This design comes from an exercise in tuning for small area and a short achievable clock period on the open sky130 flow, not from production work. In this exercise RTL edits were held to simulation tests only and were not proved equivalent to the original.

==> flow/design.v, too long to show whole: its modules and the start of the top module <==
// module crc_ax2: 3 lines
// module crc_a2: 3 lines
// module crc_x2: 3 lines
// module crc_engine: 2260 lines
// module crc_units: 121 lines
module crc_units (
    input  wire        clk,
    input  wire        rst_n,
    input  wire        req_valid,
    input  wire        req_write,
    input  wire [15:0] req_addr,     
    input  wire [1:0]  req_size,     
    input  wire [31:0] req_wdata,
    output reg         rsp_valid,
    output reg         rsp_err,
    output reg  [31:0] rsp_rdata
);
  // ...
==> flow/flow/run.sh <==
#!/bin/bash
# Standard ORFS layout (the standard.sh, standard synthesis), with
# timing repair aimed at a setup slack margin so that the resizer works on
# the achieved period (the SDC is unchanged), and ports buffered with
# buf_2 instead of the default buffer cell.
set -euo pipefail
MARGIN=$(cat flow/margin.txt)
bash standard.sh SETUP_SLACK_MARGIN=$MARGIN \
    "BUFFER_PORTS_ARGS=-buffer_cell sky130_fd_sc_hd__buf_2" finish > flow_make.log 2>&1
==> flow/flow/margin.txt <==
53.5
==> flow/standard.sh <==
#!/bin/bash
# synth_recipe.tcl (not shown) runs the flow's synth.tcl, then flattens the netlist and writes it again
# the make line also repeats each setting of config.mk as NAME=value (left out here)
make -C /OpenROAD-flow-scripts/flow DESIGN_CONFIG=/design/flow/config.mk WORK_HOME=/design/flow/orfs CLKGATE_MAP_FILE= SYNTH_SCRIPT=/design/flow/synth_recipe.tcl "${@:-finish}"
==> flow/config.mk <==
export PLATFORM = sky130hd
export DESIGN_NAME = crc_units
export DESIGN_NICKNAME = crc_units
export VERILOG_FILES = /design/flow/design.v
export SDC_FILE = /design/flow/constraint.sdc
export NUM_CORES = 4
export LEC_CHECK = 0
export CAP_MARGIN = 20
export CORE_MARGIN = 2
export CORE_UTILIZATION = 40
export PLACE_DENSITY = 0.6
export SLEW_MARGIN = 20
export SYNTH_HIERARCHICAL = 1
==> flow/constraint.sdc <==
create_clock -name core_clock -period 70.0 [get_ports {clk}]
set_input_delay 14.0000 -clock core_clock [delete_from_list [all_inputs] [get_ports {clk}]]
set_output_delay 14.0000 -clock core_clock [all_outputs]
set_load 0.01 [all_outputs]
==> impl_results.md, run 1 <==
- Max-area cell class: multi-input combinational cells
- Status: finished clean
- CTS Buffer Depth: 3
- N_diodes: 7
- TNS Setup: 0 ns
- Worst reg2reg path depth: 59
- F_max: slightly above 60 MHz
- Initial core utilization: between 40% and 50%
- Crit path max-delay cell type: mux4_2
- Fraction of area in multi-input gates: between 50% and 60%
- Drt drc: 0
- Count of final hold-check violations: 0
- TAP cells: around 1500
- Setup ws final: 53.43 ns
- Crit path buf inv count: 2
- Sequential share of cell area: roughly 36%
- Final Hold Slack: between 0.5 and 0.6 ns
- Detail Placement HPWL: ~130 mm
- Largest net degree at the start of global routing: 60
- Tightest Pin Transition: about 1.2 ns
- Post-layout instance area: 52100 µm²
- Syn. warnings: 16
- Post-CTS sizing: 89
- Hold crit path type: register to register
==> inputs of run 2 (changes only) <==
==> flow/flow/margin.txt (replaced) <==
53.7
==> run 2 against run 1 <==
Clock skew down 0.0037 ns. Still clean on timing, DRC and antenna. Cell count up 0.86%. Maximum frequency grew 0.52%. Worst setup slack improved by 0.086 ns. Core utilization rose by 1.1 points. Hold slack better by 0.079 ns.
==> impl_results.md, run 2 <==
- Status: finished clean (unchanged)
- Detail Placement HPWL: 128 mm (was 126 mm)
- Drt total wl: 183 mm (was 178 mm)
- Clock Latency Late Sink: 0.63 ns (was 0.65 ns)
- Min cycle time layout: 16.48 ns (was 16.57 ns)
- Die area: 117000 µm² (unchanged)
- Total grt overflow: 0 (unchanged)
- Share of layout cells above drive strength 1: 18.5% (was 16.2%)
- Count of final hold-check violations: 0 (unchanged)
- Startpoint types: input port (unchanged)
- F_max: 60.7 MHz (was 60.3 MHz)
- Setup ws final: 53.52 ns (was 53.43 ns)
- Final Cycle Share: 23.5% (was 23.7%)
- Commonest non-fill, non-tap cell in the layout: nand2_1 (unchanged)
- Final Hold Slack: 0.670 ns (was 0.591 ns)
- FP Rows: 124 (unchanged)
- Syn. warnings: 16 (unchanged)
- Slew margin rel.: 18.7% (was 17.8%)
- CTS tree: done (unchanged)
- First-pass GRT wire length: 261 mm (was 256 mm)
- Critical path type: input port to register (unchanged)
- Num CTS Buffers: 66 (was 67)
- Synth Cell Area: 45800 µm² (unchanged)
- RSZ-0062 raised after global routing: yes (unchanged)
- Endpoints failing setup: 0 (unchanged)
- Final GP Congestion: 1.04 (was 1.03)
- Antenna violations before repair: 18 (unchanged)
- Initial DRC count: 4744 (was 4778)
- Initial DRT Pass Iterations: 6 (unchanged)
- CTS Buffer Depth: 3 (unchanged)
- # fillers: 10555 (was 10587)
- Mean Syn Cell Area: 10.3 µm² (unchanged)
- Total core area: 114000 µm² (unchanged)
- Hold crit path type: register to register (unchanged)
- Vias in the first global route: 35251 (was 35204)
- IO Pins: 88 (unchanged)
- Cells after synthesis: 4455 (unchanged)
- Worst-path fanout max: 13 (was 34)
- P&R area growth vs syn: 16.7% (was 13.8%)
- CP Capture Type: register (unchanged)
- Most frequent cells in the layout: nand2_1, xor2_1, edfxtp_1 (unchanged)
- Routed Antenna Nets: 0 (unchanged)
- Clock skew: 0.0275 ns (was 0.0312 ns)
- Worst-path clk slew: 0.07 ns (was 0.06 ns)
- DIE HEIGHT: 342 µm (unchanged)
- Worst Path Arrival: 17.01 ns (was 17.10 ns)
- Via count: 37835 (was 36997)
- TNS Setup: 0 ns (unchanged)
- Post-layout instance area: 53400 µm² (was 52100 µm²)
- Fin util: 46.9% (was 45.7%)
- Slew Limit Fails: 0 (unchanged)
- Layout Nets: 4740 (was 4680)
- Tot GR Track Use: 30.6% (was 29.8%)
- Tightest Pin Transition: 1.21 ns (was 1.22 ns)
- Initial core utilization: 40.2% (unchanged)
- # clock sinks: 677 (unchanged)
- Max_cap viols: 0 (unchanged)
- H-Tree Depth: 3 (unchanged)
- Post-DR vias/cell: 6.06 (was 5.97)
- Place WS: 51.42 ns (was 51.25 ns)
- Largest net degree at the start of global routing: 69 (was 60)
- Root Buffer: clkbuf_16 (unchanged)
- Drt drc: 0 (unchanged)
- Worst EP required: 70.52 ns (was 70.53 ns)
- Cell Area, Placed: 48900 µm² (was 48700 µm²)
- Wire length per cell: 29.4 µm (was 28.8 µm)
- Input/output buffers: 87 (unchanged)
- Die span in x: 342 µm (unchanged)
[run 2: cell count changes in the layout (fill, tap and decap cells not counted), moves of 8 or more]
cell and change:
clkbuf_1 -11, o21ai_0 -15, buf_4 +47, buf_12 +9, o21ai_1 +10, o22ai_1 -12
xor2_1 -8, bufinv_16 +10
[run 2: timing repair]
item,CTS,global route
pin swaps,24,21
gates resized for setup,145,105
hold buffers,0,0
setup buffers,50,31
gates cloned,13,3
endpoints found under the setup margin,860,466
[run 2: through the flow]
stage	cells
4_1_cts	6208
3_3_place_gp	6029
5_1_grt	6243
3_5_place_dp	6029
6_report	6248
2_1_floorplan	4461
[run 2: cell type report]
cell class	count	area, µm²	area share (%)
antenna	6	15.0	0.0281
tap	1512	1890	3.54
inverter	36	171	0.321
clock inverter	36	503	0.942
clock buffer	80	1790	3.35
sequential	677	19000	35.6
multi-input combinational	3570	27200	50.9
timing repair buffer	326	2770	5.19
timing repair inverter	5	62.6	0.117
[run 2: final timing paths]
| path | start | endpoint | slack, ns | depth (start not counted) |
|---|---|---|---|---|
| setup / recovery | req_addr[7] | rsp_rdata[1] | 53.52 | 13 |
| hold / removal | poly[1][3] | p_poly[3] | 0.67 | 1 |
| setup reg to reg | p_wm1[0] | rsp_rdata[1] | 54.40 | 54 |
| hold reg to reg | poly[1][3] | p_poly[3] | 0.67 | 1 |
[run 2: routing by layer]
metal	global-route usage [%]	vias to the layer above	wire [µm]
met4	14.0	8	10400
met2	47.5	2255	81700
met3	6.53	483	18300
met5	0	-	48
li1	-	16245	-
met1	40.9	18844	73000
[run 2: worst max-delay path, cell delays in order]
cell     delay, ns
buf_16        0.14
buf_4         0.15
mux2_4        0.39
inv_12        0.08
buf_4         0.15
nand4_1       0.08
buf_4         0.24
o22ai_4       0.29
nor2_2        0.09
mux4_2        0.52
and2_4        0.20
or4b_1        0.47
and4_1        0.16
==> inputs of run 3 (changes only) <==
==> flow/flow/margin.txt (replaced) <==
53.5
--- a/flow/config.mk
+++ b/flow/config.mk
@@ -8,6 +8,6 @@
 export CAP_MARGIN = 20
 export CORE_MARGIN = 2
-export CORE_UTILIZATION = 40
-export PLACE_DENSITY = 0.6
+export CORE_UTILIZATION = 50
+export PLACE_DENSITY = 0.7
 export SLEW_MARGIN = 20
 export SYNTH_HIERARCHICAL = 1
==> run 3 against run 2 <==
Flip-flop and latch count is the same. Clock-buffer cell count is 5 lower. Core utilization is 11 points higher. Via count down 0.19%. Critical path depth shrank 2. Largest cell class unchanged.
==> impl_results.md, run 3 <==
- Cell Area, Placed: 48200 µm² (was 48900 µm²)
- Via count: 37763 (was 37835)
- Layout Nets: 4693 (was 4740)
- Status: finished clean (unchanged)
- Family with the most delay on the worst path: simple AND/OR/NAND/NOR gates (unchanged)
- Slew Limit Fails: 0 (unchanged)
- Share of layout cells above drive strength 1: 16.4% (was 18.5%)
- Post-layout instance area: 51900 µm² (was 53400 µm²)
- Drt total wl: 175 mm (was 183 mm)
- Fin util: 57.4% (was 46.9%)
- Drt drc: 0 (unchanged)
- Total grt overflow: 0 (unchanged)
- Crit path max-delay cell type: a221oi_1 (was mux4_2)
- Largest stage delay, worst path: 0.58 ns (was 0.52 ns)
- Wire length per cell: 29.7 µm (was 29.4 µm)
- Total core area: 90400 µm² (was 114000 µm²)
- Crit path buf inv count: 4 (was 5)
- RSZ-0062 raised after global routing: yes (unchanged)
- H-Tree Depth: 3 (unchanged)
- Worst EP required: 70.53 ns (was 70.52 ns)
- Hold crit path type: register to register (unchanged)
- Crit-path cells: buf_2 -> inv_1 -> ha_2 -> nor3b_2 -> buf_12 -> nor4_2 -> buf_4 -> a221oi_1 -> o2111a_1 -> or4b_1 -> and4_1 (was buf_16 -> buf_4 -> mux2_4 -> inv_12 -> buf_4 -> nand4_1 -> buf_4 -> o22ai_4 -> nor2_2 -> mux4_2 -> and2_4 -> or4b_1 -> and4_1)
- Largest net degree at the start of global routing: 69 (unchanged)
- CP Capture Type: register (unchanged)
- Tot GR Track Use: 36.3% (was 30.6%)
- CTS Buffer Depth: 3 (unchanged)
- Tightest Pin Transition: 1.18 ns (was 1.21 ns)
- Clock Latency Late Sink: 0.65 ns (was 0.63 ns)
- # clock sinks: 677 (unchanged)
- Final Hold Slack: 0.627 ns (was 0.670 ns)
- Initial DRT Pass Iterations: 7 (was 6)
- Count of final hold-check violations: 0 (unchanged)
- Initial DRC count: 5603 (was 4744)
- Root Buffer: clkbuf_16 (unchanged)
- Syn. warnings: 16 (unchanged)
- Commonest non-fill, non-tap cell in the layout: nand2_1 (unchanged)
- Final Cycle Share: 23.8% (was 23.5%)
- Synth Cell Area: 45800 µm² (unchanged)
- First-pass GRT wire length: 250 mm (was 261 mm)
- IO Pins: 88 (unchanged)
- Vias in the first global route: 34770 (was 35251)
- P&R area growth vs syn: 13.5% (was 16.7%)
- Mean Syn Cell Area: 10.3 µm² (unchanged)
- Final GP Congestion: 1.00 (was 1.04)
- Routed Antenna Nets: 0 (unchanged)
- Num CTS Buffers: 66 (unchanged)
- Die span in x: 307 µm (was 342 µm)
- DIE HEIGHT: 307 µm (was 342 µm)
- FP Rows: 110 (was 124)
- Slew margin rel.: 21.3% (was 18.7%)
- Worst Path Arrival: 17.21 ns (was 17.01 ns)
- Endpoints failing setup: 0 (unchanged)
- CTS tree: done (unchanged)
- Antenna violations before repair: 18 (unchanged)
- F_max: 60.0 MHz (was 60.7 MHz)
- Cells after synthesis: 4455 (unchanged)
- # hold bufs at CTS: 0 (unchanged)
- Critical path type: input port to register (unchanged)
- Most frequent cells in the layout: nand2_1, xor2_1, edfxtp_1 (unchanged)
- TNS Setup: 0 ns (unchanged)
- Max_cap viols: 0 (unchanged)
- Worst-path fanout max: 33 (was 13)
- Die area: 94000 µm² (was 117000 µm²)
- Post-DR vias/cell: 6.43 (was 6.06)
- Worst-path clk slew: 0.07 ns (about the same)
- Clock skew: 0.0429 ns (was 0.0275 ns)
- Min cycle time layout: 16.68 ns (was 16.48 ns)
- Initial core utilization: 50.6% (was 40.2%)
- Startpoint types: input port (unchanged)
- FF-to-FF setup slack: 54.19 ns (was 54.40 ns)
- Detail Placement HPWL: 122 mm (was 128 mm)
- Input/output buffers: 87 (unchanged)
[run 3: what timing repair did]
action,4_1_cts,5_1_grt
cloned,9,3
buffers inserted,30,12
pin swaps,15,11
endpoints found under the setup margin,633,399
resized for setup,85,76
[run 3: metal layers]
layer	GRT usage (%)	vias to the layer above	wire, µm
met1	48.4	18585	66600
met3	9.02	515	20400
met2	56.7	2501	79000
met5	0	-	81
met4	15.3	8	8640
li1	-	16154	-
[run 3: cell type report]
type,instances,area (µm²)
Antenna cell,12,30.0
Inverter,36,173
Multi-Input combinational cell,3570,26700
Clock buffer,75,1710
Sequential cell,677,19000
Clock inverter,44,495
Fill cell,7582,38500
Timing Repair inverter,2,17.5
Tap cell,1176,1470
Timing Repair Buffer,282,2300
[run 3: through the flow]
step	worst slack, ns	cells
2_1_floorplan	53.08	4461
3_3_place_gp	51.00	5687
3_5_place_dp	51.07	5687
4_1_cts	53.49	5845
5_1_grt	53.33	5864
6_report	53.32	5874
[run 3: final timing paths]
check	start	to	cells after the start
max	req_addr[2]	rsp_rdata[1]	11
min reg2reg	poly[0][29]	p_poly[29]	1
min	poly[0][29]	p_poly[29]	1
max reg2reg	p_wm1[0]	rsp_rdata[1]	54
==> module crc_units, before the edit <==
module crc_units (
    input  wire        clk,
    input  wire        rst_n,
    input  wire        req_valid,
    input  wire        req_write,
    input  wire [15:0] req_addr,     
    input  wire [1:0]  req_size,     
    input  wire [31:0] req_wdata,
    output reg         rsp_valid,
    output reg         rsp_err,
    output reg  [31:0] rsp_rdata
);
    reg        cfg_en    [0:3];
    reg        cfg_refin [0:3];
    reg        cfg_refout[0:3];
    reg [4:0]  cfg_wm1   [0:3];
    reg [31:0] poly      [0:3];
    reg [31:0] init      [0:3];
    reg [31:0] xorout    [0:3];
    reg [31:0] val       [0:3];
    reg        p_v;
    reg        p_dat;    
    reg [1:0]  p_u;
    reg [1:0]  p_n;      
    reg [31:0] p_val;    
    reg [31:0] p_poly;
    reg [4:0]  p_wm1;
    reg [31:0] p_x;      
    wire [31:0] e_res;
    crc_engine u_engine (
        .crc_in (p_val),
        .x      (p_x),
        .poly   (p_poly),
        .wm1    (p_wm1),
        .nbytes (p_n),
        .crc_out(e_res)
    );
    wire [31:0] p_new = p_dat ? e_res : p_x;
    wire [1:0] u       = req_addr[7:6];
    wire [3:0] idx     = req_addr[5:2];
    wire       ok      = (req_addr[15:8] == 8'd0) && (idx <= 4'd9) &&
                         (req_size == 2'd2) && (req_addr[1:0] == 2'b00);
    wire       is_data = (idx == 4'd7) || (idx == 4'd8) || (idx == 4'd9);
    wire        s_en     = cfg_en[u];
    wire        s_refin  = cfg_refin[u];
    wire        s_refout = cfg_refout[u];
    wire [4:0]  s_wm1    = cfg_wm1[u];
    wire [31:0] s_poly   = poly[u];
    wire [31:0] s_init   = init[u];
    wire [31:0] s_xorout = xorout[u];
    wire        hit      = p_v && (p_u == u);
    wire [31:0] s_val    = hit ? p_new : val[u];         
    wire [4:0]  s_sh   = ~s_wm1;
    wire [31:0] s_mask = 32'hFFFF_FFFF >> s_sh;
    wire err = !ok || (req_write && is_data && !s_en);
    wire wen = req_valid && req_write && !err;
    wire [31:0] c_top = s_val << s_sh;
    reg  [31:0] refl;
    integer k;
    always @* begin
        for (k = 0; k < 32; k = k + 1)
            refl[k] = c_top[31 - k];
    end
    wire [31:0] res = ((s_refout ? refl : s_val) ^ s_xorout) & s_mask;
    reg [31:0] m;
    integer i0, t;
    always @* begin
        for (i0 = 0; i0 < 4; i0 = i0 + 1)
            for (t = 0; t < 8; t = t + 1)
                m[8*i0 + t] = s_refin ? req_wdata[8*i0 + t] : req_wdata[8*i0 + 7 - t];
    end
    reg [31:0] rd;
    always @* begin
        case (idx)
            4'd0:    rd = {s_en, s_refin, s_refout, 24'd0, s_wm1};
            4'd1:    rd = s_poly & s_mask;
            4'd2:    rd = s_init & s_mask;
            4'd3:    rd = s_xorout & s_mask;
            4'd4:    rd = s_val & s_mask;
            4'd5:    rd = res;
            default: rd = 32'd0;    
        endcase
    end
    always @(posedge clk) begin
        rsp_valid <= rst_n && req_valid;
        rsp_err   <= err;
        rsp_rdata <= (req_write || !ok) ? 32'd0 : rd;
    end
    wire val_wr = (idx == 4'd4) || (idx == 4'd6 && req_wdata[0]);
    always @(posedge clk) begin
        p_v     <= rst_n && wen && (is_data || val_wr);
        p_dat   <= is_data;
        p_u     <= u;
        p_n     <= idx[1:0] + 2'd1;     
        p_val   <= s_val;
        p_poly  <= s_poly;
        p_wm1   <= s_wm1;
        p_x     <= is_data ? refl ^ m : ((idx == 4'd6) ? s_init : req_wdata) & s_mask;
    end
    wire        rst    = !rst_n;
    wire [31:0] mw     = req_wdata & s_mask;
    wire [31:0] d_poly = rst ? 32'h04C1_1DB7 : mw;
    wire [31:0] d_ones = rst ? 32'hFFFF_FFFF : mw;
    wire [31:0] d_val  = rst ? 32'hFFFF_FFFF : p_new;
    wire [7:0]  d_cfg  = rst ? 8'b0111_1111 :    
                         {req_wdata[31:29], req_wdata[4:0]};
    genvar g;
    generate
        for (g = 0; g < 4; g = g + 1) begin : g_unit
            wire sel = wen && (u == g);
            always @(posedge clk) begin
                if (rst || (sel && idx == 4'd0))
                    {cfg_en[g], cfg_refin[g], cfg_refout[g], cfg_wm1[g]} <= d_cfg;
                if (rst || (sel && idx == 4'd1)) poly[g]   <= d_poly;
                if (rst || (sel && idx == 4'd2)) init[g]   <= d_ones;
                if (rst || (sel && idx == 4'd3)) xorout[g] <= d_ones;
                if (rst || (p_v && p_u == g))    val[g]    <= d_val;
            end
        end
    endgenerate
endmodule
==> inputs of run 4 (changes only) <==
--- a/flow/design.v
+++ b/flow/design.v
@@ -2278,5 +2278,5 @@
     output reg         rsp_valid,
     output reg         rsp_err,
-    output reg  [31:0] rsp_rdata
+    output wire [31:0] rsp_rdata
 );
     reg        cfg_en    [0:3];
@@ -2351,9 +2351,13 @@
         endcase
     end
+    reg        rsp_zero;
+    reg [31:0] rsp_rd;
     always @(posedge clk) begin
         rsp_valid <= rst_n && req_valid;
         rsp_err   <= err;
-        rsp_rdata <= (req_write || !ok) ? 32'd0 : rd;
+        rsp_zero  <= req_write || !ok;
+        rsp_rd    <= rd;
     end
+    assign rsp_rdata = rsp_zero ? 32'd0 : rsp_rd;
     wire val_wr = (idx == 4'd4) || (idx == 4'd6 && req_wdata[0]);
     always @(posedge clk) begin
--- a/flow/config.mk
+++ b/flow/config.mk
@@ -8,6 +8,6 @@
 export CAP_MARGIN = 20
 export CORE_MARGIN = 2
-export CORE_UTILIZATION = 50
-export PLACE_DENSITY = 0.7
+export CORE_UTILIZATION = 40
+export PLACE_DENSITY = 0.6
 export SLEW_MARGIN = 20
 export SYNTH_HIERARCHICAL = 1
==> run 4 against run 3 <==
Sequential share of layout area fell by 0.43 points.
==> impl_results.md, run 4 <==
- Layout Nets: 4694 (was 4693)
- Startpoint types: input port (unchanged)
- Die span in x: 343 µm (was 307 µm)
- Slew margin rel.: 8.19% (was 21.3%)
- DIE HEIGHT: 343 µm (was 307 µm)
- Most frequent cells in the layout: nand2_1, xor2_1, edfxtp_1 (unchanged)
- CP Capture Type: register (unchanged)
- Wire length per cell: 28.5 µm (was 29.7 µm)
- Num CTS Buffers: 73 (was 66)
- Mean Syn Cell Area: 10.3 µm² (about the same)
- CTS tree: done (unchanged)
- Initial DRT Pass Iterations: 6 (was 7)
- Crit-path cells: clkbuf_16 -> buf_16 -> xor2_4 -> buf_12 -> buf_4 -> nor4_1 -> a21oi_1 -> mux2_2 -> mux2i_1 -> a21bo_1 -> o221ai_4 -> or4b_1 -> nand3_1 (was buf_2 -> inv_1 -> ha_2 -> nor3b_2 -> buf_12 -> nor4_2 -> buf_4 -> a221oi_1 -> o2111a_1 -> or4b_1 -> and4_1)
- Routed Antenna Nets: 0 (unchanged)
- Initial core utilization: 40.2% (was 50.6%)
- Input/output buffers: 87 (unchanged)
- Worst Path Arrival: 17.09 ns (was 17.21 ns)
- Worst-path clk slew: 0.06 ns (was 0.07 ns)
- Drt drc: 0 (unchanged)
- Via count: 37030 (was 37763)
- Worst EP required: 70.59 ns (was 70.53 ns)
- Status: finished clean (unchanged)
- F_max: 60.6 MHz (was 60.0 MHz)
- Root Buffer: clkbuf_16 (unchanged)
- FP Rows: 124 (was 110)
- Worst-path fanout max: 16 (was 33)
- Tot GR Track Use: 29.4% (was 36.3%)
- Syn. warnings: 16 (unchanged)
- Post-DR vias/cell: 5.96 (was 6.43)
- Tightest Pin Transition: 1.36 ns (was 1.18 ns)
- Clock Latency Late Sink: 0.65 ns (about the same)
- Clock skew: 0.0380 ns (was 0.0429 ns)
- Cell Area, Placed: 48700 µm² (was 48200 µm²)
- # clock sinks: 678 (was 677)
- P&R area growth vs syn: 14.7% (was 13.5%)
- Synth Cell Area: 45900 µm² (was 45800 µm²)
- # hold bufs at CTS: 0 (unchanged)
- H-Tree Depth: 3 (unchanged)
- Detail Placement HPWL: 122 mm (about the same)
- Post-layout instance area: 52600 µm² (was 51900 µm²)
- Max_cap viols: 0 (unchanged)
- IO Pins: 88 (unchanged)
- Die area: 117000 µm² (was 94000 µm²)
- Initial DRC count: 4915 (was 5603)
- FF-to-FF setup slack: 54.23 ns (was 54.19 ns)
- Critical path type: input port to register (unchanged)
- TNS Setup: 0 ns (unchanged)
- Crit path max-delay cell type: or4b_1 (was a221oi_1)
- Final GP Congestion: 0.988 (was 1.00)
- Endpoints failing setup: 0 (unchanged)
- Share of layout cells above drive strength 1: 16.6% (was 16.4%)
- Antenna violations before repair: 13 (was 18)
- Slew Limit Fails: 0 (unchanged)
- Largest net degree at the start of global routing: 68 (was 69)
- Total core area: 114000 µm² (was 90400 µm²)
- CTS Buffer Depth: 3 (unchanged)
- RSZ-0062 raised after global routing: yes (unchanged)
- Vias in the first global route: 34147 (was 34770)
- Cells after synthesis: 4465 (was 4455)
- Hold crit path type: register to register (unchanged)
- Min cycle time layout: 16.50 ns (was 16.68 ns)
- Final Cycle Share: 23.6% (was 23.8%)
- Largest stage delay, worst path: 0.49 ns (was 0.58 ns)
- Drt total wl: 177 mm (was 175 mm)
- Total grt overflow: 0 (unchanged)
- Count of final hold-check violations: 0 (unchanged)
- First-pass GRT wire length: 251 mm (was 250 mm)
- Commonest non-fill, non-tap cell in the layout: nand2_1 (unchanged)
==> run 4: final timing paths <==
kind / start / end / cells past startpoint
max reg2reg: p_wm1[0] / rsp_rd[2] / 58
min reg2reg: poly[1][21] / p_poly[21] / 1
min: poly[1][21] / p_poly[21] / 1
max: req_addr[6] / rsp_rd[5] / 13
==> run 4: layer usage <==
layer	vias to the layer above	part of all wire (%)	GRT usage [%]
met2	2089	43	43.9
met3	416	10	5.99
li1	16037	-	-
met4	8	5.5	13.3
met1	18480	41	41.0
met5	-	0.033	0
==> run 4: metrics by stage <==
| step | util [%] | std cells | worst slack, ns | hold slack (ns) |
|---|---|---|---|---|
| 6_report | 46.1 | 6212 | 53.50 | 0.594 |
| 5_1_grt | 46.1 | 6205 | 53.49 | 0.617 |
| 4_1_cts | 45.6 | 6175 | 53.43 | 0.594 |
| 3_5_place_dp | 42.7 | 6016 | 51.16 | 0.570 |
| 3_3_place_gp | 42.7 | 6016 | 51.20 | 0.565 |
| 2_1_floorplan | - | 4471 | 53.34 | 0.552 |
==> run 4: area by class of cell <==
type | count | area [µm²]
fill | 10562 | 61400
multi-input combinational | 3583 | 27000
sequential | 678 | 19000
timing repair buffer | 270 | 2150
clock buffer | 98 | 1990
tap | 1512 | 1890
clock inverter | 33 | 423
inverter | 29 | 131
antenna | 8 | 20.0
timing repair inverter | 1 | 8.76
==> run 4: critical path, delay by kind of cell <==
family / cells / cell delay, ns
simple gates: 3 / 1.05
mux: 2 / 0.53
xor+xnor: 1 / 0.18
compound gates: 3 / 0.60
buf+inv: 4 / 0.70
==> run 4: what timing repair did <==
action / CTS / global route
resized for setup: 93 / 65
setup endpoints to repair: 489 / 329
cloned: 13 / 2
buffers inserted: 15 / 27
pin swaps: 7 / 11
==> inputs of run 5 (changes only) <==
--- a/flow/design.v
+++ b/flow/design.v
@@ -2268,4 +2268,50 @@
     assign crc_out = (cs ^ pr) & mask;
 endmodule
+module crc_read (
+    input  wire [3:0]  idx,       
+    input  wire [31:0] wdata,
+    input  wire        en,        
+    input  wire        refin,     
+    input  wire        refout,
+    input  wire [4:0]  wm1,
+    input  wire [31:0] poly,
+    input  wire [31:0] init,
+    input  wire [31:0] xorout,
+    input  wire [31:0] val,
+    output wire [31:0] mask,      
+    output reg  [31:0] rd,
+    output wire [31:0] x_d        
+);
+    wire [4:0]  sh    = ~wm1;                   
+    assign      mask  = 32'hFFFF_FFFF >> sh;
+    wire [31:0] c_top = val << sh;
+    reg  [31:0] refl;
+    integer k;
+    always @* begin
+        for (k = 0; k < 32; k = k + 1)
+            refl[k] = c_top[31 - k];
+    end
+    wire [31:0] res = ((refout ? refl : val) ^ xorout) & mask;
+    reg [31:0] m;
+    integer i0, t;
+    always @* begin
+        for (i0 = 0; i0 < 4; i0 = i0 + 1)
+            for (t = 0; t < 8; t = t + 1)
+                m[8*i0 + t] = refin ? wdata[8*i0 + t] : wdata[8*i0 + 7 - t];
+    end
+    wire is_data = (idx == 4'd7) || (idx == 4'd8) || (idx == 4'd9);
+    assign x_d = is_data ? refl ^ m : ((idx == 4'd6) ? init : wdata) & mask;
+    always @* begin
+        case (idx)
+            4'd0:    rd = {en, refin, refout, 24'd0, wm1};
+            4'd1:    rd = poly & mask;
+            4'd2:    rd = init & mask;
+            4'd3:    rd = xorout & mask;
+            4'd4:    rd = val & mask;
+            4'd5:    rd = res;
+            default: rd = 32'd0;    
+        endcase
+    end
+endmodule
 module crc_units (
     input  wire        clk,
@@ -2278,5 +2324,5 @@
     output reg         rsp_valid,
     output reg         rsp_err,
-    output wire [31:0] rsp_rdata
+    output reg  [31:0] rsp_rdata
 );
     reg        cfg_en    [0:3];
@@ -2320,44 +2366,28 @@
     wire        hit      = p_v && (p_u == u);
     wire [31:0] s_val    = hit ? p_new : val[u];         
-    wire [4:0]  s_sh   = ~s_wm1;
-    wire [31:0] s_mask = 32'hFFFF_FFFF >> s_sh;
+    wire [31:0] s_mask;
     wire err = !ok || (req_write && is_data && !s_en);
     wire wen = req_valid && req_write && !err;
-    wire [31:0] c_top = s_val << s_sh;
-    reg  [31:0] refl;
-    integer k;
-    always @* begin
-        for (k = 0; k < 32; k = k + 1)
-            refl[k] = c_top[31 - k];
-    end
-    wire [31:0] res = ((s_refout ? refl : s_val) ^ s_xorout) & s_mask;
-    reg [31:0] m;
-    integer i0, t;
-    always @* begin
-        for (i0 = 0; i0 < 4; i0 = i0 + 1)
-            for (t = 0; t < 8; t = t + 1)
-                m[8*i0 + t] = s_refin ? req_wdata[8*i0 + t] : req_wdata[8*i0 + 7 - t];
-    end
-    reg [31:0] rd;
-    always @* begin
-        case (idx)
-            4'd0:    rd = {s_en, s_refin, s_refout, 24'd0, s_wm1};
-            4'd1:    rd = s_poly & s_mask;
-            4'd2:    rd = s_init & s_mask;
-            4'd3:    rd = s_xorout & s_mask;
-            4'd4:    rd = s_val & s_mask;
-            4'd5:    rd = res;
-            default: rd = 32'd0;    
-        endcase
-    end
-    reg        rsp_zero;
-    reg [31:0] rsp_rd;
+    wire [31:0] rd, x_d;
+    crc_read u_read (
+        .idx     (idx),
+        .wdata   (req_wdata),
+        .en      (s_en),
+        .refin   (s_refin),
+        .refout  (s_refout),
+        .wm1     (s_wm1),
+        .poly    (s_poly),
+        .init    (s_init),
+        .xorout  (s_xorout),
+        .val     (s_val),
+        .mask    (s_mask),
+        .rd      (rd),
+        .x_d     (x_d)
+    );
     always @(posedge clk) begin
         rsp_valid <= rst_n && req_valid;
         rsp_err   <= err;
-        rsp_zero  <= req_write || !ok;
-        rsp_rd    <= rd;
+        rsp_rdata <= (req_write || !ok) ? 32'd0 : rd;
     end
-    assign rsp_rdata = rsp_zero ? 32'd0 : rsp_rd;
     wire val_wr = (idx == 4'd4) || (idx == 4'd6 && req_wdata[0]);
     always @(posedge clk) begin
@@ -2369,5 +2399,5 @@
         p_poly  <= s_poly;
         p_wm1   <= s_wm1;
-        p_x     <= is_data ? refl ^ m : ((idx == 4'd6) ? s_init : req_wdata) & s_mask;
+        p_x     <= x_d;
     end
     wire        rst    = !rst_n;
==> run 5 against run 4 <==
Register-to-register slack worse by 0.11 ns. Still clean. Non-clock buffer count increased by 12.
==> impl_results.md, run 5 <==
- Hold crit path type: register to register (unchanged)
- Detail Placement HPWL: 115 mm (was 122 mm)
- Tot GR Track Use: 27.9% (was 29.4%)
- Post-route insts no fill: 6079 (was 6212)
- P&R area growth vs syn: 14.9% (was 14.7%)
- Final Cycle Share: 23.6% (about the same)
- TNS Setup: 0 ns (unchanged)
- Layout Nets: 4580 (was 4694)
- First-pass GRT wire length: 240 mm (was 251 mm)
- Min cycle time layout: 16.50 ns (about the same)
- IO Pins: 88 (unchanged)
- RSZ-0062 raised after global routing: yes (unchanged)
- Worst Path Arrival: 17.01 ns (was 17.09 ns)
- CP Capture Type: register (unchanged)
- # clock sinks: 677 (was 678)
- F_max: 60.6 MHz (about the same)
- H-Tree Depth: 3 (unchanged)
- Post-DR vias/cell: 5.86 (was 5.96)
- Mean Syn Cell Area: 10.4 µm² (was 10.3 µm²)
- Via count: 35599 (was 37030)
- Share of layout cells above drive strength 1: 16.8% (was 16.6%)
- Die span in x: 340 µm (was 343 µm)
- Commonest non-fill, non-tap cell in the layout: nand2_1 (unchanged)
- Worst-path clk slew: 0.07 ns (was 0.06 ns)
- Endpoints failing setup: 0 (unchanged)
- Routed length on met1: 68.1 mm (was 72.7 mm)
- Tightest Pin Transition: 1.13 ns (was 1.36 ns)
- CTS Buffer Depth: 3 (unchanged)
- Startpoint types: input port (unchanged)
- Final Hold Slack: 0.611 ns (was 0.594 ns)
- Final GP Congestion: 1.03 (was 0.988)
- Slew Limit Fails: 0 (unchanged)
- Drt total wl: 168 mm (was 177 mm)
- Drt drc: 0 (unchanged)
- Synth Cell Area: 45300 µm² (was 45900 µm²)
- Largest net degree at the start of global routing: 69 (was 68)
- # hold bufs at CTS: 0 (unchanged)
- Initial DRC count: 4456 (was 4915)
- Most frequent cells in the layout: nand2_1, xor2_1, edfxtp_1 (unchanged)
- Cells after synthesis: 4336 (was 4465)
- Max_cap viols: 0 (unchanged)
- Syn. warnings: 17 (was 16)
- Worst-path fanout max: 36 (was 16)
- Met2 routed WL: 74.7 mm (was 76.6 mm)
- Slew margin rel.: 24.1% (was 8.19%)
- Total core area: 112000 µm² (was 114000 µm²)
- Wire length per cell: 27.6 µm (was 28.5 µm)
- Clock skew: 0.0330 ns (was 0.0380 ns)
- Routed Antenna Nets: 0 (unchanged)
- Initial core utilization: 40.3% (was 40.2%)
- Count of final hold-check violations: 0 (unchanged)
- Met3 wire len: 17.7 mm (was 18.1 mm)
- Die area: 116000 µm² (was 117000 µm²)
- Initial DRT Pass Iterations: 7 (was 6)
- Worst EP required: 70.51 ns (was 70.59 ns)
- Input/output buffers: 87 (unchanged)
- Num CTS Buffers: 68 (was 73)
- Status: finished clean (unchanged)
- Total grt overflow: 0 (unchanged)
- CTS tree: done (unchanged)
- Clock Latency Late Sink: 0.63 ns (was 0.65 ns)
- Top layer in use: met5 (unchanged)
- DIE HEIGHT: 340 µm (was 343 µm)
- FP Rows: 123 (was 124)
- Vias in the first global route: 32974 (was 34147)
- Antenna violations before repair: 11 (was 13)
- Root Buffer: clkbuf_16 (unchanged)
- Critical path type: input port to register (unchanged)
- Fin util: 46.3% (was 46.1%)
- Cells after DPL: 5876 (was 6016)
[run 5: metrics by stage]
step / instance area, µm² / setup slack, ns
3_3_place_gp: 48000 / 51.18
4_1_cts: 50900 / 53.48
6_report: 52000 / 53.50
5_1_grt: 52000 / 53.46
2_1_floorplan: 45400 / 53.22
3_5_place_dp: 48000 / 51.25
[run 5: routing by layer]
metal | track usage [%] | vias up
li1 | - | 15488
met1 | 38.7 | 17672
met2 | 42.8 | 2089
met3 | 5.69 | 340
met4 | 10.8 | 10
met5 | 0 | -
[run 5: final timing paths]
path / startpoint / endpoint / slack [ns] / cells after the start
max reg2reg: p_wm1[0] / rsp_rdata[0] / 54.12 / 57
min reg2reg: poly[3][13] / p_poly[13] / 0.61 / 1
max: req_addr[6] / rsp_rdata[30] / 53.50 / 13
min: poly[3][13] / p_poly[13] / 0.61 / 1
[run 5: critical path, stage by stage]
cell and delay (ns):
buf_16 0.16, buf_12 0.15, mux4_2 0.52, buf_8 0.23
and2_1 0.30, nand2_2 0.22, clkinv_4 0.19, and3_1 0.25
mux2i_1 0.20, xnor2_1 0.09, a221oi_1 0.35, o31ai_1 0.12
and2_1 0.15
[run 5: repair_timing]
item | in CTS | in global routing
gates resized for setup | 90 | 110
cloned | 9 | 11
buffers inserted | 15 | 39
pin swaps | 2 | 23
endpoints found under the setup margin | 412 | 63
[run 5: final cells by class]
| cell class | instances | area [µm²] |
|---|---|---|
| Inverter | 32 | 139 |
| Timing Repair Buffer | 282 | 2420 |
| Fill cell | 10387 | 60400 |
| Antenna cell | 4 | 10.0 |
| Multi-Input combinational cell | 3459 | 26400 |
| Sequential cell | 677 | 19000 |
| Clock buffer | 87 | 1820 |
| Tap cell | 1500 | 1880 |
| Timing Repair inverter | 1 | 5.00 |
| Clock inverter | 37 | 358 |
==> inputs of run 6 (changes only) <==
--- a/flow/config.mk
+++ b/flow/config.mk
@@ -9,4 +9,5 @@
 export CORE_MARGIN = 2
 export CORE_UTILIZATION = 40
+export CTS_BUF_LIST = sky130_fd_sc_hd__clkbuf_8 sky130_fd_sc_hd__clkbuf_16
 export PLACE_DENSITY = 0.6
 export SLEW_MARGIN = 20
==> run 6 against run 5 <==
Cell area fell by 0.11%. Die area did not move. Critical path depth rose by 1. First-iteration DRC count fell by 1.7%. Non-clock buffer count rose by 1. Register-to-register slack improved by 0.13 ns. Routed wire length barely moved. Critical endpoint is now rsp_rdata[0]. Largest cell class unchanged.
==> impl_results.md, run 6 <==
- Layout Nets: 4581 (was 4580)
- Status: finished clean (unchanged)
- Final Cycle Share: 23.6% (about the same)
- Die span in x: 340 µm (unchanged)
- Routed Antenna Nets: 0 (unchanged)
- Global Route met2 Usage: 42.8% (about the same)
- Hold Startpoint: poly[2][13] (was poly[3][13])
- Via count: 35688 (was 35599)
- Worst reg2reg startpoint: p_wm1[0] (unchanged)
- Slew margin rel.: 21.7% (was 24.1%)
- TNS Setup: 0 ns (unchanged)
- Total grt overflow: 0 (unchanged)
- Initial core utilization: 40.3% (unchanged)
- Most frequent cells in the layout: nand2_1, xor2_1, edfxtp_1 (unchanged)
- Worst-path clk slew: 0.07 ns (about the same)
- Root Buffer: clkbuf_16 (unchanged)
- IO Pins: 88 (unchanged)
- Endpoints failing setup: 0 (unchanged)
- Setup crit end: rsp_rdata[0] (was rsp_rdata[30])
- Worst Path Arrival: 17.05 ns (was 17.01 ns)
- CTS tree: done (unchanged)
- GR Util met1: 38.7% (about the same)
- Cell Area, Placed: 48000 µm² (unchanged)
- DIE HEIGHT: 340 µm (unchanged)
- Drt total wl: 168 mm (about the same)
- Min cycle time layout: 16.52 ns (was 16.50 ns)
- Tot GR Track Use: 27.9% (unchanged)
- FP Rows: 123 (unchanged)
- Worst reg2reg path depth: 59 (was 57)
- Startpoint types: input port (unchanged)
- Commonest non-fill, non-tap cell in the layout: nand2_1 (unchanged)
- Critical path type: input port to register (unchanged)
- Detail Placement HPWL: 115 mm (unchanged)
- Input/output buffers: 87 (unchanged)
- Mean Syn Cell Area: 10.4 µm² (unchanged)
- RSZ-0062 raised after global routing: yes (unchanged)
- Synth Cell Area: 45300 µm² (unchanged)
- Worst-path fanout max: 11 (was 36)
- Busiest grt layer: met2 (unchanged)
- Largest net degree at the start of global routing: 69 (unchanged)
- H-Tree Depth: 3 (unchanged)
- Cells after DPL: 5876 (unchanged)
- Worst EP required: 70.53 ns (was 70.51 ns)
- Antenna violations before repair: 11 (unchanged)
- # fillers: 10416 (was 10387)
- Clock Latency Late Sink: 0.63 ns (about the same)
- Num CTS Buffers: 68 (unchanged)
- Hold crit path type: register to register (unchanged)
- Tightest Pin Transition: 1.17 ns (was 1.13 ns)
- CP Capture Type: register (unchanged)
- F_max: 60.5 MHz (was 60.6 MHz)
- Wire length per cell: 27.6 µm (about the same)
- Syn. warnings: 17 (unchanged)
- P&R area growth vs syn: 14.7% (was 14.9%)
- Share of layout cells above drive strength 1: 16.8% (about the same)
- Post-layout instance area: 51900 µm² (was 52000 µm²)
- FF-to-FF setup slack: 54.25 ns (was 54.12 ns)
- Max_cap viols: 0 (unchanged)
- Post-route insts no fill: 6079 (unchanged)
- Hold Crit Depth: 1 (unchanged)
- Die area: 116000 µm² (unchanged)
- Initial DRC count: 4381 (was 4456)
- # clock sinks: 677 (unchanged)
- Vias in the first global route: 32983 (was 32974)
- Initial DRT Pass Iterations: 5 (was 7)
- Clock skew: 0.0305 ns (was 0.0330 ns)
- Slew Limit Fails: 0 (unchanged)
- Met3 Usage GRT: 5.69% (unchanged)
- Drt drc: 0 (unchanged)
- Count of final hold-check violations: 0 (unchanged)
- Worst setup path startpoint: req_addr[6] (unchanged)
- CTS Buffer Depth: 3 (unchanged)
- Total core area: 112000 µm² (unchanged)
- Post-DR vias/cell: 5.87 (was 5.86)
- First-pass GRT wire length: 240 mm (about the same)
- Final GP Congestion: 1.03 (unchanged)
- R2r endpoint: rsp_rdata[0] (unchanged)
- Cells after synthesis: 4336 (unchanged)
run 6: cell count changes in the layout (fill, tap and decap cells not counted), sizes merged:
| cell | before | now |
|---|---|---|
| buf | 267 | 268 |
| clkbuf | 96 | 79 |
| diode | 4 | 3 |
| inv | 34 | 51 |
run 6: critical path, stage by stage:
cell      delay, ns
buf_16         0.17
buf_16         0.16
buf_4          0.14
mux4_2         0.63
nand2_1        0.11
o21ai_1        0.18
mux2i_2        0.36
o221ai_4       0.16
buf_4          0.19
nor3_4         0.21
a221oi_4       0.07
xor2_1         0.17
a221o_1        0.33
and2_1         0.14
run 6: layout make-up:
type                            instances  area (µm²)  share of cell area, %
Antenna cell                            3        7.51                 0.0145
Clock buffer                           70        1750                   3.37
Clock inverter                         54         422                  0.812
Inverter                               32         139                  0.267
Multi-Input combinational cell       3459       26300                   50.7
Sequential cell                       677       19000                   36.6
Tap cell                             1500        1880                   3.61
Timing Repair Buffer                  283        2390                   4.60
Timing Repair inverter                  1        5.00                0.00964
run 6: worst min path at each step:
stage,end,slack (ns)
2_1_floorplan,p_poly[12],0.54
3_3_place_gp,p_poly[13],0.59
3_5_place_dp,p_poly[13],0.60
4_1_cts,p_poly[13],0.61
5_1_grt,p_poly[13],0.62
6_report,p_poly[13],0.61
run 6: layer usage:
metal,vias to the layer above,routed length [µm]
li1,15490,-
met1,17820,68700
met2,2043,74700
met3,325,17300
met4,10,7020
met5,-,61
run 6: per-stage QoR:
| step | util (%) | setup WS (ns) | hold WS (ns) |
|---|---|---|---|
| after floorplan | - | 53.22 | 0.544 |
| final | 46.2 | 53.48 | 0.611 |
| after global placement | 42.7 | 51.18 | 0.588 |
| after CTS | 45.3 | 53.48 | 0.608 |
| after detailed placement | 42.7 | 51.25 | 0.600 |
| after global routing | 46.2 | 53.45 | 0.619 |
run 6: repair_timing:
item,4_1_cts,5_1_grt
gates resized for setup,90,99
buffers inserted,15,40
hold buffers,0,0
cloned,9,11
pin swaps,2,8
setup endpoints to repair,412,63
==> inputs of run 7 (changes only) <==
--- a/flow/design.v
+++ b/flow/design.v
@@ -2279,10 +2279,9 @@
     input  wire [31:0] xorout,
     input  wire [31:0] val,
-    output wire [31:0] mask,      
+    input  wire [31:0] mask,      
     output reg  [31:0] rd,
     output wire [31:0] x_d        
 );
     wire [4:0]  sh    = ~wm1;                   
-    assign      mask  = 32'hFFFF_FFFF >> sh;
     wire [31:0] c_top = val << sh;
     reg  [31:0] refl;
@@ -2366,5 +2365,12 @@
     wire        hit      = p_v && (p_u == u);
     wire [31:0] s_val    = hit ? p_new : val[u];         
-    wire [31:0] s_mask;
+    wire [31:0] mask_u [0:3];
+    genvar gm;
+    generate
+        for (gm = 0; gm < 4; gm = gm + 1) begin : g_mask
+            assign mask_u[gm] = 32'hFFFF_FFFF >> ~cfg_wm1[gm];
+        end
+    endgenerate
+    wire [31:0] s_mask = mask_u[u];
     wire err = !ok || (req_write && is_data && !s_en);
     wire wen = req_valid && req_write && !err;
--- a/flow/config.mk
+++ b/flow/config.mk
@@ -9,5 +9,4 @@
 export CORE_MARGIN = 2
 export CORE_UTILIZATION = 40
-export CTS_BUF_LIST = sky130_fd_sc_hd__clkbuf_8 sky130_fd_sc_hd__clkbuf_16
 export PLACE_DENSITY = 0.6
 export SLEW_MARGIN = 20
==> run 7 against run 6 <==
Core utilization fell by 0.43 points. Area after synthesis decreased by 0.12%. Critical path depth decreased by 2. Clock skew rose by 0.0094 ns. Worst setup slack got worse by 0.0056 ns. Die area decreased by 0.12%. First-iteration DRC count decreased by 5.0%. Cell area is 0.93% lower.
==> impl_results.md, run 7 <==
- Post-DR vias/cell: 5.81 (was 5.87)
- Startpoint types: input port (unchanged)
- Worst-path clk slew: 0.06 ns (was 0.07 ns)
- F_max: 60.5 MHz (about the same)
- Tot GR Track Use: 26.9% (was 27.9%)
- H-Tree Depth: 3 (unchanged)
- Clock Latency Late Sink: 0.63 ns (about the same)
- Clock skew: 0.0398 ns (was 0.0305 ns)
- Slew Limit Fails: 0 (unchanged)
- RSZ-0062 raised after global routing: yes (unchanged)
- Worst-path fanout max: 16 (was 11)
- Syn. warnings: 17 (unchanged)
- Initial DRT Pass Iterations: 6 (was 5)
- CP Capture Type: register (unchanged)
- Post-layout instance area: 51500 µm² (was 51900 µm²)
- Min cycle time layout: 16.53 ns (was 16.52 ns)
- IO Pins: 88 (unchanged)
- Input/output buffers: 87 (unchanged)
- Hold crit path type: register to register (unchanged)
- # hold bufs at CTS: 0 (unchanged)
- Most frequent cells in the layout: nand2_1, xor2_1, edfxtp_1 (unchanged)
- First-pass GRT wire length: 231 mm (was 240 mm)
- Die span in x: 340 µm (about the same)
- Worst EP required: 70.58 ns (was 70.53 ns)
- Critical path type: input port to register (unchanged)
- Root Buffer: clkbuf_16 (unchanged)
- FP Rows: 123 (unchanged)
- DIE HEIGHT: 340 µm (about the same)
- CTS Buffer Depth: 3 (unchanged)
- Largest net degree at the start of global routing: 90 (was 69)
- TNS Setup: 0 ns (unchanged)
- Num CTS Buffers: 68 (unchanged)
- FF-to-FF setup slack: 54.31 ns (was 54.25 ns)
- Slew margin rel.: 26.2% (was 21.7%)
- Max_cap viols: 0 (unchanged)
- Mean Syn Cell Area: 10.5 µm² (was 10.4 µm²)
- Die area: 116000 µm² (about the same)
- Final Hold Slack: 0.608 ns (was 0.611 ns)
- Final Cycle Share: 23.6% (about the same)
- Initial core utilization: 40.2% (was 40.3%)
- CTS tree: done (unchanged)
- Commonest non-fill, non-tap cell in the layout: nand2_1 (unchanged)
- Final GP Congestion: 0.961 (was 1.03)
- Synth Cell Area: 45200 µm² (was 45300 µm²)
- Total grt overflow: 0 (unchanged)
- Detail Placement HPWL: 110 mm (was 115 mm)
- Routed Antenna Nets: 0 (unchanged)
- Initial DRC count: 4162 (was 4381)
- Drt total wl: 160 mm (was 168 mm)
- P&R area growth vs syn: 13.8% (was 14.7%)
- Status: finished clean (unchanged)
- Tightest Pin Transition: 1.10 ns (was 1.17 ns)
- # clock sinks: 677 (unchanged)
- Cells after synthesis: 4317 (was 4336)
- Drt drc: 0 (unchanged)
- Cell Area, Placed: 48300 µm² (was 48000 µm²)
- Share of layout cells above drive strength 1: 15.5% (was 16.8%)
- Antenna violations before repair: 16 (was 11)
- Wire length per cell: 26.6 µm (was 27.6 µm)
- Layout Nets: 4528 (was 4581)
- Endpoints failing setup: 0 (unchanged)
- Count of final hold-check violations: 0 (unchanged)
- Fin util: 45.8% (was 46.2%)
- Via count: 35020 (was 35688)
- Total core area: 112000 µm² (unchanged)
- Vias in the first global route: 33042 (was 32983)
- Worst Path Arrival: 17.10 ns (was 17.05 ns)
-- run 7: path summary, 6_finish.rpt --
path,start,cells past startpoint,endpoint
hold reg to reg,poly[2][3],1,p_poly[3]
setup reg to reg,p_wm1[0],60,rsp_rdata[13]
setup / recovery,req_addr[6],12,rsp_rdata[2]
hold / removal,poly[2][3],1,p_poly[3]
-- run 7: layer usage --
| metal | wire length [µm] | up-vias | GRT usage (%) |
|---|---|---|---|
| li1 | - | 15413 | - |
| met1 | 66500 | 17528 | 37.3 |
| met2 | 72700 | 1757 | 42.1 |
| met3 | 14600 | 308 | 4.71 |
| met4 | 6520 | 14 | 9.88 |
| met5 | 81 | - | 0 |
-- run 7: what timing repair did --
action / in CTS / in global routing
buffers inserted: 1 / 12
cloned: 3 / 6
setup endpoints to repair: 280 / 301
hold endpoints to repair: 0 / 0
pin swaps: 1 / 9
resized for setup: 27 / 45
-- run 7: layout make-up --
cell class / count / area (µm²)
Fill cell: 10431 / 60900
Multi-Input combinational cell: 3450 / 26200
Sequential cell: 677 / 19000
Timing Repair Buffer: 246 / 1900
Clock buffer: 89 / 1880
Tap cell: 1500 / 1880
Clock inverter: 37 / 513
Inverter: 26 / 106
Antenna cell: 3 / 7.51
-- run 7: critical path, stage by stage --
cell       delay (ns)
buf_16           0.15
xnor2_4          0.18
nand3_4          0.18
clkbuf_16        0.27
o21ai_2          0.57
mux4_2           0.40
mux2i_1          0.18
a21oi_1          0.25
o21ai_1          0.23
or4_1            0.46
nand3_1          0.09
and2_1           0.11
-- run 7: per-stage QoR --
| stage | std cells | setup WS, ns |
|---|---|---|
| after floorplan | 4324 | 53.09 |
| after global placement | 5876 | 51.84 |
| after detailed placement | 5876 | 51.69 |
| after CTS | 6006 | 53.51 |
| after global routing | 6026 | 53.46 |
| final | 6028 | 53.47 |
==> inputs of run 8 (changes only) <==
==> flow/run.sh (new file) <==
#!/bin/bash
# synth_recipe.tcl (not shown) runs the flow's synth.tcl, then flattens the netlist and writes it again
# the make line also repeats each setting of config.mk as NAME=value (left out here)
make -C /OpenROAD-flow-scripts/flow DESIGN_CONFIG=/design/flow/config.mk WORK_HOME=/design/flow/orfs CLKGATE_MAP_FILE= SYNTH_SCRIPT=/design/flow/synth_recipe.tcl finish
removed: flow/flow/run.sh
removed: flow/flow/margin.txt
removed: flow/standard.sh
==> run 8 against run 7 <==
Clock-buffer cell count fell by 3. Routed wire length is 1.9% higher. Area after synthesis unchanged. Synthesized cell count unchanged. Still clean. Critical path depth unchanged. Critical endpoint is now rsp_rdata[4]. Worst setup slack lost 1.5 ns. Highest routed layer is now met4. Cell count down 0.20%. Register-to-register slack worse by 2.0 ns. Global-route usage increased by 0.77 points.
==> impl_results.md, run 8 <==
- Most frequent cells in the layout: nand2_1, xor2_1, edfxtp_1 (unchanged)
- Status: finished clean (unchanged)
- Total grt overflow: 0 (unchanged)
- # clock sinks: 677 (unchanged)
- DIE HEIGHT: 340 µm (unchanged)
- Min cycle time layout: 18.00 ns (was 16.53 ns)
- Count of final hold-check violations: 0 (unchanged)
- Cell Area, Placed: 48700 µm² (was 48300 µm²)
- Cells after synthesis: 4317 (unchanged)
- Final Cycle Share: 25.7% (was 23.6%)
- Tightest Pin Transition: 1.31 ns (was 1.10 ns)
- Worst EP required: 70.56 ns (was 70.58 ns)
- Layout Nets: 4524 (was 4528)
- Family with the most delay on the worst path: buffers and inverters (was compound AO/OA/AOI/OAI gates)
- Clock skew: 0.0276 ns (was 0.0398 ns)
- FP Rows: 123 (unchanged)
- Hold crit path type: register to register (unchanged)
- Root Buffer: clkbuf_16 (unchanged)
- CTS tree: done (unchanged)
- Post-CTS setup buffer count: 0 (was 1)
- Largest net degree at the start of global routing: 68 (was 90)
- Drt total wl: 163 mm (was 160 mm)
- IO Pins: 88 (unchanged)
- # fillers: 10510 (was 10431)
- Crit-path cells: buf_6 -> buf_4 -> mux2_2 -> clkinv_1 -> buf_4 -> nand2_1 -> nor2_1 -> a22oi_1 -> o211ai_1 -> or3_1 -> nand3_1 -> and2_1 (was buf_16 -> xnor2_4 -> nand3_4 -> clkbuf_16 -> o21ai_2 -> mux4_2 -> mux2i_1 -> a21oi_1 -> o21ai_1 -> or4_1 -> nand3_1 -> and2_1)
- Syn. warnings: 17 (unchanged)
- Mean Syn Cell Area: 10.5 µm² (unchanged)
- Vias in the first global route: 33235 (was 33042)
- Final Hold Slack: 0.637 ns (was 0.608 ns)
- RSZ-0062 raised after global routing: no (was yes)
- Via count: 34929 (was 35020)
- Synth Cell Area: 45200 µm² (unchanged)
- P&R area growth vs syn: 12.6% (was 13.8%)
- Initial core utilization: 40.2% (unchanged)
- Drt drc: 0 (unchanged)
- Worst setup path startpoint: req_addr[7] (was req_addr[6])
- Clock Latency Late Sink: 0.62 ns (was 0.63 ns)
- CP Capture Type: register (unchanged)
- Crit path buf inv count: 4 (was 2)
- Tot GR Track Use: 27.6% (was 26.9%)
- First-pass GRT wire length: 237 mm (was 231 mm)
- Detail Placement HPWL: 113 mm (was 110 mm)
- Endpoints failing setup: 0 (unchanged)
- Routed Antenna Nets: 0 (unchanged)
- TNS Setup: 0 ns (unchanged)
- F_max: 55.5 MHz (was 60.5 MHz)
- Slew margin rel.: 11.6% (was 26.2%)
- # hold bufs at CTS: 0 (unchanged)
- Post-layout instance area: 50900 µm² (was 51500 µm²)
- Worst Path Arrival: 18.56 ns (was 17.10 ns)
- Max_cap viols: 0 (unchanged)
- Crit path max-delay cell type: clkinv_1 (was o21ai_2)
- Worst-path fanout max: 48 (was 16)
- CTS Buffer Depth: 3 (unchanged)
- H-Tree Depth: 3 (unchanged)
- Worst reg2reg startpoint: p_wm1[0] (unchanged)
- Die area: 116000 µm² (unchanged)
- Most used cell along the critical path: buf_4
- Input/output buffers: 87 (unchanged)
- Largest stage delay, worst path: 0.70 ns (was 0.57 ns)
- Post-CTS sizing: 0 (was 27)
- Total core area: 112000 µm² (unchanged)
- Initial DRT Pass Iterations: 6 (unchanged)
- Slew Limit Fails: 0 (unchanged)
- Share of layout cells above drive strength 1: 11.9% (was 15.5%)
- Wire length per cell: 27.2 µm (was 26.6 µm)
- Antenna violations before repair: 7 (was 16)
- Final GP Congestion: 0.974 (was 0.961)
- Initial DRC count: 3996 (was 4162)
- Hold Startpoint: poly[2][15] (was poly[2][3])
- Critical path type: input port to register (unchanged)
- Num CTS Buffers: 69 (was 68)
- Commonest non-fill, non-tap cell in the layout: nand2_1 (unchanged)
- Die span in x: 340 µm (unchanged)
- Post-DR vias/cell: 5.81 (about the same)
- Startpoint types: input port (unchanged)
- Worst-path clk slew: 0.06 ns (about the same)
-- run 8: per-layer routing --
layer | share of wire (%) | global-route usage [%]
met5 | 0 | 0
met3 | 9.1 | 4.55
met2 | 46 | 43.5
met4 | 4.7 | 11.8
met1 | 40 | 37.8
-- run 8: metrics by stage --
stage | instances | util (%) | setup slack [ns]
after floorplan | 4324 | - | 52.01
after global placement | 5892 | 43.3 | 51.50
after detailed placement | 5892 | 43.3 | 51.43
after CTS | 6013 | 45.3 | 52.04
after global routing | 6015 | 45.3 | 51.33
final | 6016 | 45.3 | 52.00
-- run 8: final cells by class --
| type | instances | area [µm²] | share of cell area [%] |
|---|---|---|---|
| multi-input cells | 3450 | 25700 | 50.5 |
| flip-flops and latches | 677 | 19000 | 37.3 |
| repair buffers | 241 | 2030 | 3.99 |
| well taps | 1500 | 1880 | 3.69 |
| clock buffers | 86 | 1820 | 3.58 |
| clock inverters | 35 | 367 | 0.720 |
| inverters | 26 | 97.6 | 0.192 |
| diodes | 1 | 2.50 | 0.00492 |
-- run 8: worst paths after layout --
path              endpoint  slack (ns)  cells past startpoint
max reg2reg  rsp_rdata[12]       52.33                     60
min             p_poly[15]        0.64                      1
min reg2reg     p_poly[15]        0.64                      1
max           rsp_rdata[4]       52.00                     12

port drivers added, routing unchanged:
How much do the figures lean on ideal ports? The routed layouts below were timed once more, with nothing changed but the port constraints. Step 1 (the two cells are an assumption about what drives the block):
set clk [get_ports {clk}]
set_driving_cell -lib_cell sky130_fd_sc_hd__clkbuf_16 $clk
set_driving_cell -lib_cell sky130_fd_sc_hd__buf_2 [delete_from_list [all_inputs] $clk]
Step 2 adds t to the input delays and takes it off the output delays; t is the mean of the earliest and latest rising clock arrival at the registers after step 1. Input paths then give back, and output paths get back, about the clock's delay inside the block. a / b / c = no drivers / after step 1 / after step 2; a / b = the first two.
run | t, ns | slack for setup (ns) | worst hold slack (ns) | worst data-port slew with drivers (ns)
run 1 | 0.694 | 53.430 / 53.241 / 52.547 | 0.591 / 0.591 / 0.591 | 0.24
run 2 | 0.678 | 53.516 / 53.251 / 52.573 | 0.670 / 0.670 / 0.670 | 0.37
run 3 | 0.687 | 53.324 / 53.321 / 52.634 | 0.627 / 0.627 / 0.627 | 0.16
run 4 | 0.702 | 53.498 / 53.362 / 52.660 | 0.594 / 0.594 / 0.594 | 0.31
run 5 | 0.678 | 53.503 / 53.274 / 52.595 | 0.611 / 0.611 / 0.611 | 0.32
run 6 | 0.675 | 53.476 / 53.242 / 52.567 | 0.611 / 0.611 / 0.611 | 0.32
run 7 | 0.678 | 53.471 / 53.314 / 52.636 | 0.608 / 0.608 / 0.608 | 0.27
run 8 | 0.671 | 51.996 / 51.936 / 51.266 | 0.637 / 0.637 / 0.637 | 0.14
After both steps setup and hold are still met in every run listed. For run 2, which loses most, drivers alone change the setup slack by -0.265 ns; drivers and shift together by -0.943 ns.
